Context: an optimization exercise on an open-source flow, tuned for small area. The choices shown serve that exercise and are no tape-out recipe.
Function was checked by simulation only, so behaviour that the tests miss may differ from the original.
Power figures rest on the tool's default switching activity, not on a simulated workload.

===== flow/config.mk =====
export PLATFORM = sky130hd
export DESIGN_NAME = hx_gen_chain
export DESIGN_NICKNAME = hx_gen_chain
export VERILOG_FILES = /design/flow/design.v
export SDC_FILE = /design/flow/constraint.sdc
export NUM_CORES = 4
export LEC_CHECK = 0
export CAP_MARGIN = 20
export CORE_MARGIN = 2
export CORE_UTILIZATION = 40
export SLEW_MARGIN = 20

===== flow/constraint.sdc =====
create_clock -name core_clock -period 10.0 [get_ports {clk}]
set_input_delay 2.0000 -clock core_clock [delete_from_list [all_inputs] [get_ports {clk}]]
set_output_delay 2.0000 -clock core_clock [all_outputs]
set_load 0.01 [all_outputs]

===== flow/design.v =====
module hx_gen_chain (
    input  wire               clk,
    input  wire               rst,           
    input  wire               cfg_load,      
    input  wire [1:0]         cfg_order,     
    input  wire [3:0]         cfg_rate,      
    input  wire               mod_valid,
    input  wire signed [3:0]  mod_in,
    output wire               fine_valid,
    output wire signed [73:0] fine_data,
    output wire               fine_h,
    output wire               fine_o,
    output wire               coarse_valid,
    output wire signed [10:0] coarse_data,
    output wire               coarse_o
);
    localparam W = 74;
    reg [1:0] order_q;
    reg [3:0] rate_q;
    wire      cfg_ok = (cfg_order != 2'd3) && (cfg_rate <= 4'd10);
    wire      clear  = rst || (cfg_load && cfg_ok);
    always @(posedge clk) begin
        if (rst) begin
            order_q <= 2'd0;
            rate_q  <= 4'd7;
        end else if (cfg_load && cfg_ok) begin
            order_q <= cfg_order;
            rate_q  <= cfg_rate;
        end
    end
    wire [2:0]  n_ord  = {1'b0, order_q} + 3'd3;
    wire [13:0] r_mask = (14'd1 << (rate_q + 4'd4)) - 14'd1;           
    reg [13:0] phase;      
    reg [3:0]  run_len;    
    reg        run_neg;    
    reg [2:0]  age;        
    reg        pos_ok;     
    reg [2:0]  nblk;       
    reg        c_ovl;      
    wire is_pos = (mod_in == 4'sd7);
    wire is_neg = (mod_in == -4'sd8);
    wire is_ext = is_pos || is_neg;
    wire [3:0] run_next = !is_ext                                 ? 4'd0 :
                          (run_len != 4'd0 && run_neg == is_neg) ?
                              (run_len == 4'd8 ? 4'd8 : run_len + 4'd1) : 4'd1;
    wire ovl_now  = run_next[3];
    wire [13:0] pm      = phase & r_mask;        
    wire blk_first      = (pm == 14'd0);
    wire blk_last       = (pm == r_mask);
    wire pos_ge_n       = (pm >= {11'd0, n_ord} - 14'd1);
    wire [3:0] cpos     = phase[3:0];
    always @(posedge clk) begin
        if (clear) begin
            phase   <= 14'd0;
            run_len <= 4'd0;
            run_neg <= 1'b0;
            age     <= 3'd7;
            pos_ok  <= 1'b0;
            nblk    <= 3'd0;
            c_ovl   <= 1'b0;
        end else if (mod_valid) begin
            phase   <= phase + 14'd1;
            run_len <= run_next;
            run_neg <= is_neg;
            if (ovl_now) begin
                age    <= 3'd0;
                pos_ok <= pos_ge_n;
            end else if (blk_first && age != 3'd7) begin
                age    <= age + 3'd1;
            end
            if (blk_last && nblk != 3'd7)
                nblk <= nblk + 3'd1;
            c_ovl   <= ovl_now || (c_ovl && cpos != 4'd0);
        end
    end
    assign fine_h = (nblk < n_ord);
    assign fine_o = (age <= n_ord - 3'd2) || (age == n_ord - 3'd1 && pos_ok);
    assign coarse_o = c_ovl;
    reg [2:0] q;           
    reg [2:0] zcnt;        
    reg [3:0] xr;          
    reg       pend;        
    reg       ip;          
    reg       dp;          
    reg [2:0] cc;          
    wire st1   = pend && (q == 3'd0);
    wire trig  = dp && ip && (q == n_ord - 3'd1);
    wire zero  = (zcnt != 3'd0);
    wire c_act = (cc != 3'd0) && (cc != 3'd6);
    wire s1    = (cc == 3'd1);
    always @(posedge clk) begin
        if (mod_valid)
            xr <= mod_in;
    end
    always @(posedge clk) begin
        if (rst)
            q <= 3'd0;
        else
            q <= (q == 3'd4) ? 3'd0 : q + 3'd1;
    end
    always @(posedge clk) begin
        if (clear) begin
            zcnt <= 3'd5;
            pend <= 1'b0;
            ip   <= 1'b0;
            dp   <= 1'b0;
            cc   <= 3'd0;
        end else begin
            if (zero)
                zcnt <= zcnt - 3'd1;
            pend <= mod_valid || (pend && !st1);
            ip   <= st1 || (ip && q != 3'd4);
            dp   <= mod_valid ? blk_last : (dp && !trig);
            cc   <= trig ? 3'd1 : (cc == 3'd6 || cc == 3'd0) ? 3'd0 : cc + 3'd1;
        end
    end
    assign fine_valid = (cc == n_ord + 3'd1);
    reg [W-1:0] ir0, ir1, ir2, ir3, ir4;
    wire [W-1:0] ib   = st1 ? {{(W-4){xr[3]}}, xr} : (ip ? ir4 : {W{1'b0}});
    wire [W-1:0] isum = (zero ? {W{1'b0}} : ir0) + ib;
    always @(posedge clk) begin
        ir0 <= ir1;
        ir1 <= ir2;
        ir2 <= ir3;
        ir3 <= ir4;
        ir4 <= isum;
    end
    reg [W-1:0] cr0, cr1, cr2, cr3, cr4;
    reg [W-1:0] y;
    wire [W-1:0] ca = s1 ? ir4 : y;
    always @(posedge clk) begin
        y   <= ca - cr0;
        cr0 <= cr1;
        cr1 <= cr2;
        cr2 <= cr3;
        cr3 <= cr4;
        cr4 <= c_act ? ca : (zero ? {W{1'b0}} : cr0);
    end
    assign fine_data = y;
    reg [3:0]  wc;
    reg        cvp;
    reg [10:0] cacc;
    wire [3:0] wgt = (cpos ^ {4{cpos[3]}}) + 4'd1;
    always @(posedge clk) begin
        if (clear) begin
            wc   <= 4'd0;
            cvp  <= 1'b0;
            cacc <= 11'd0;
        end else begin
            if (mod_valid) begin
                wc  <= wgt;
                cvp <= (cpos == 4'd15);
            end else begin
                if (wc != 4'd0)
                    wc <= wc - 4'd1;
                if (wc == 4'd0)
                    cvp <= 1'b0;
            end
            if (coarse_valid)
                cacc <= 11'd0;
            else if (wc != 4'd0)
                cacc <= cacc + {{7{xr[3]}}, xr};
        end
    end
    assign coarse_valid = cvp && (wc == 4'd0);
    assign coarse_data  = cacc;
endmodule

===== flow/run.sh =====
#!/bin/bash
# synth_recipe.tcl (not shown) runs the flow's synth.tcl, then flattens the netlist and writes it again
# the make line also repeats each setting of config.mk as NAME=value (left out here)
make -C /OpenROAD-flow-scripts/flow DESIGN_CONFIG=/design/flow/config.mk WORK_HOME=/design/flow/orfs CLKGATE_MAP_FILE= SYNTH_SCRIPT=/design/flow/synth_recipe.tcl finish

==> PnR_summary.wiki <==
{| class="wikitable"
! Metric !! Value
|-
| Final routed wirelength across all metal layers || 69500 microns
|-
| Slew of the pin with the lowest slew margin || 0.966 ns
|-
| Number of antenna violations at the first check in global routing || 1
|-
| Fraction of the yosys area taken by sequential cells || 0.536
|-
| Share of Yosys cell area claimed by the top area cell type || 0.532
|-
| Slowest CP cell || dfxtp_1
|-
| Post-Synthesis Cells || 3133
|-
| Clock insertion delay at the later pin of the skew report || 0.66 ns
|-
| Mapped Nets || 3353
|-
| Area inside the core boundary || 0.0817 sq mm
|-
| Max-slew headroom at the worst pin || 0.352
|-
| Worst hold slack after final layout || 0.293 ns
|-
| Highest net fanout along the worst path || 12
|-
| Max Freq || 185 MHz
|-
| Final number of max-transition violations || 0
|-
| Yosys warnings || 1
|-
| Root buf cell || clkbuf_16
|-
| Die width || 291 microns
|-
| Switch share || 0.301
|-
| Area of combinational cells with multiple inputs || 0.0142 sq mm
|-
| Number of storage elements in the synthesis netlist || 879
|-
| Hold Path Depth || 0
|-
| Post-CTS setup buffers || 0
|-
| Flop pwr share || 0.393
|-
| Endpoint of the worst hold-timing path || ir0[72]$_DFF_P_
|-
| Launch instance of the worst min-delay path || ir1[72]$_DFF_P_
|-
| Clock tree from TritonCTS || done
|-
| FF/Latch Area || 0.0176 sq mm
|-
| Port bufs || 103
|-
| Leak Pwr || 16.6 nW
|-
| Hold/Removal Path Class || register to register
|-
| Async set-reset flop share out of synthesis || 0
|-
| Area leader, netlist || dfxtp_1
|-
| Layout-stage area growth over the synthesis result || 15.6%
|-
| GR Overflow Total || 0
|-
| End of the worst register-to-register path || y[70]$_DFF_P_
|-
| Most instantiated flip-flop cell in the synthesis netlist || dfxtp_1
|-
| Power density normalized to cell area || 267 mW/mm^2
|-
| Critical Path Source Type || register
|-
| Worst setup path class || register to primary output
|-
| Maximum number of pins on one net before global-route repair || 95
|-
| First-iteration detailed-routing DRC count || 1200
|-
| Vias per inst || 4.88
|-
| Clock input transition at the sequential cells of the worst setup and hold paths || 0.06 ns
|-
| All-layer global routing usage || 0.163
|-
| Initial core utilization || 0.403
|-
| Detailed-placement wirelength estimate || 49200 microns
|-
| Number of buffers added by the clock tree synthesis step || 87
|-
| Yosys cell types || 86
|-
| CP cell instances || inv_1 > ha_1 > xor2_1 > or3_1 > a21boi_0 > clkdlybuf4s50_1
|-
| Reported net switching power || 3.06 mW
|-
| Post-Route Setup TNS || 0 ns
|-
| Number of top-level pins || 104
|-
| Quantity of hold-fixing buffers added after cts || 0
|-
| Mapped Area || 0.0329 sq mm
|-
| Clk sinks || 879
|-
| Number of enable flip-flop cells after synthesis || 4
|-
| Final number of setup-violating endpoints || 0
|-
| Worst setup EP type || primary output
|-
| Minimum setup slack among reg-to-reg paths || 4.68 ns
|-
| Required time reported for the critical path endpoint || 8.00 ns
|-
| Unrepaired setup endpoints after global routing || no
|-
| Nets || 3430
|-
| Largest voltage drop on the vdd net || 155 uV
|-
| Total inserted antenna cells || 0
|-
| H-tree levels || 3
|-
| Die Y || 291 microns
|-
| Remaining design rule violation count || 0
|-
| Number of buffers on the longest clock path || 3
|-
| First-pass GRT wire length || 112000 microns
|-
| Via count of the first global-routing pass || 20979
|-
| Part of the power in the clock network || 0.347
|-
| Post_cts resized || 0
|-
| Final Cycle Share || 0.541
|-
| Largest stage delay on the critical path || 0.63 ns
|-
| Average size of a mapped cell || 10.5 sq um
|-
| Routed wire per std cell || 16.0 microns
|-
| TritonRoute pass-1 iters || 5
|-
| Final Critical Period || 5.41 ns
|-
| Proportion of power drawn by combinational gates || 0.260
|-
| Layout filler cell count || 7571
|-
| Worst R2R Path Depth || 16
|-
| Floorplan die area || 0.0846 sq mm
|-
| Number of routed nets with antenna violations || 0
|-
| Vias || 21224
|-
| Worst r2r src || cc[1]$_SDFF_PP0_
|-
| Most instantiated library cell after synthesis || dfxtp_1
|-
| Ranking of synthesized cells by area || dfxtp_1 53%, ha_1 7.7%, mux2_2 4.9%, a21o_1 4.1%, a21oi_1 3.3%
|-
| Most common library cells after synthesis || 875 x dfxtp_1, 220 x a21oi_1, 203 x ha_1
|-
| Worst Clk Skew || 0.0455 ns
|-
| Hold violation count in the final report || 0
|-
| Cell internal pwr || 7.09 mW
|-
| Number of max-cap violations || 0
|-
| Placer's final routability congestion estimate || 0.859
|-
| Status || no timing/DRC/antenna violations
|-
| Placement row count || 105
|-
| Fraction of layout instances using a drive strength above 1 || 0.103
|-
| Critical path data arrival time || 3.41 ns
|}
[metrics by stage]
step | worst slack [ns] | instance area, sq um | instances | util | total power, mW
global route | 4.45 | 38100 | 4348 | 0.466 | 10.7
CTS | 4.47 | 38100 | 4348 | 0.466 | 10.2
detailed placement | 4.70 | 34900 | 4191 | 0.427 | 6.69
global placement | 4.79 | 34900 | 4191 | 0.427 | 6.68
floorplan | 5.80 | 32900 | 3133 | - | 5.76
finish | 4.59 | 38100 | 4348 | 0.466 | 10.1
[critical path, delay by kind of cell, from the launching register on]
family / cells / cell delay (ns)
AO/OA/AOI/OAI: 1 / 0.38
adder cells (fa/ha/maj): 1 / 0.47
XOR/XNOR: 1 / 0.22
buffers and inverters: 2 / 0.76
flip-flops: 1 / 0.63
AND/OR/NAND/NOR: 1 / 0.31
[metal layers]
layer	track usage	wire, microns
met1	0.236	35900
met2	0.248	29400
met3	0.0252	2610
met4	0.0531	1520
met5	0	11
[cells in the final DEF, fill, tap and decap left out, drive strengths merged, types with 30 or more instances in the layout]
cell	count
dfxtp	875
a21oi	223
ha	203
a21o	181
nand2	177
inv	167
and2	163
nor2	154
mux2	143
clkbuf	116
o21ai	115
xnor2	110
clkdlybuf4s50	103
xor2	66
nand4	55
nand3	45
nor3	35
nor2b	30
[final cells by class]
class	count	share of cell area
inverter	165	0.0163
timing repair buffer	112	0.0289
tap	1070	0.0352
multi-input combinational	1965	0.373
clock buffer	116	0.0648
sequential	879	0.463
clock inverter	41	0.0188
[cells by family (layout without fill, tap and decap cells)]
| kind of cell | Yosys count | in the layout | share of synthesized area |
|---|---|---|---|
| buf+inv | 289 | 434 | 0.0340 |
| xor+xnor | 176 | 176 | 0.0468 |
| mux | 153 | 153 | 0.0520 |
| compound gates | 687 | 687 | 0.136 |
| flops | 879 | 879 | 0.536 |
| simple gates | 743 | 743 | 0.116 |
| fa+ha+maj | 206 | 206 | 0.0790 |
[power groups by stage]
stage	clock, mW	combinational (mW)	sequential [mW]
2_1_floorplan	0	1.73	4.02
3_3_place_gp	0	2.61	4.07
3_5_place_dp	0	2.62	4.07
4_1_cts	3.61	2.64	3.99
5_1_grt	3.75	2.91	4.01
6_report	3.52	2.64	3.99
[sequential cells by signal, summed over array words and instances (netlist names), 4 cells and up]
| signal | cells |
|---|---|
| cr0 | 74 |
| cr1 | 74 |
| cr2 | 74 |
| cr3 | 74 |
| cr4 | 74 |
| ir0 | 74 |
| ir1 | 74 |
| ir2 | 74 |
| ir3 | 74 |
| ir4 | 74 |
| y | 74 |
| phase | 14 |
| cacc | 11 |
| rate_q | 4 |
| run_len | 4 |
| wc | 4 |
| xr | 4 |
[worst max path at each step]
stage                            startpoint             to  slack, ns  cells past startpoint
global route               cc[1]$_SDFF_PP0_  y[69]$_DFF_P_       4.45                     17
finish              order_q[0]$_SDFFE_PP0P_     fine_valid       4.59                      6
global placement           cc[1]$_SDFF_PP0_  y[69]$_DFF_P_       4.79                     17
CTS                 order_q[0]$_SDFFE_PP0P_     fine_valid       4.47                      6
detailed placement         cc[1]$_SDFF_PP0_  y[70]$_DFF_P_       4.70                     16
floorplan                  cc[1]$_SDFF_PP0_  y[69]$_DFF_P_       5.80                     19

## re-timing with driven ports
The results above use ideal ports. As a check the final layout listed here was re-extracted and re-timed, cells and wires unchanged.
Step 1: set_driving_cell puts a clkbuf_16 on clk and a buf_2 on each other input, an assumption about the parent block.
Step 2 times the ports against the registers' clock, not the clock port: input delays grow and output delays shrink by t, the midpoint of the rising clock arrivals with the driver on.
a / b / c = ideal ports / drivers / drivers and shift; a / b = the first two.
t, ns: 0.698
setup WS [ns]: 4.592 / 4.527 / 4.678
hold WS [ns]: 0.293 / 0.293 / 0.293
clock arrival spread, ns: 0.046 / 0.047
cell pins on the clock port's net: 1
After both steps setup and hold are still met in this run. The setup slack of this run moves by -0.065 ns with the drivers and by +0.086 ns with both steps.
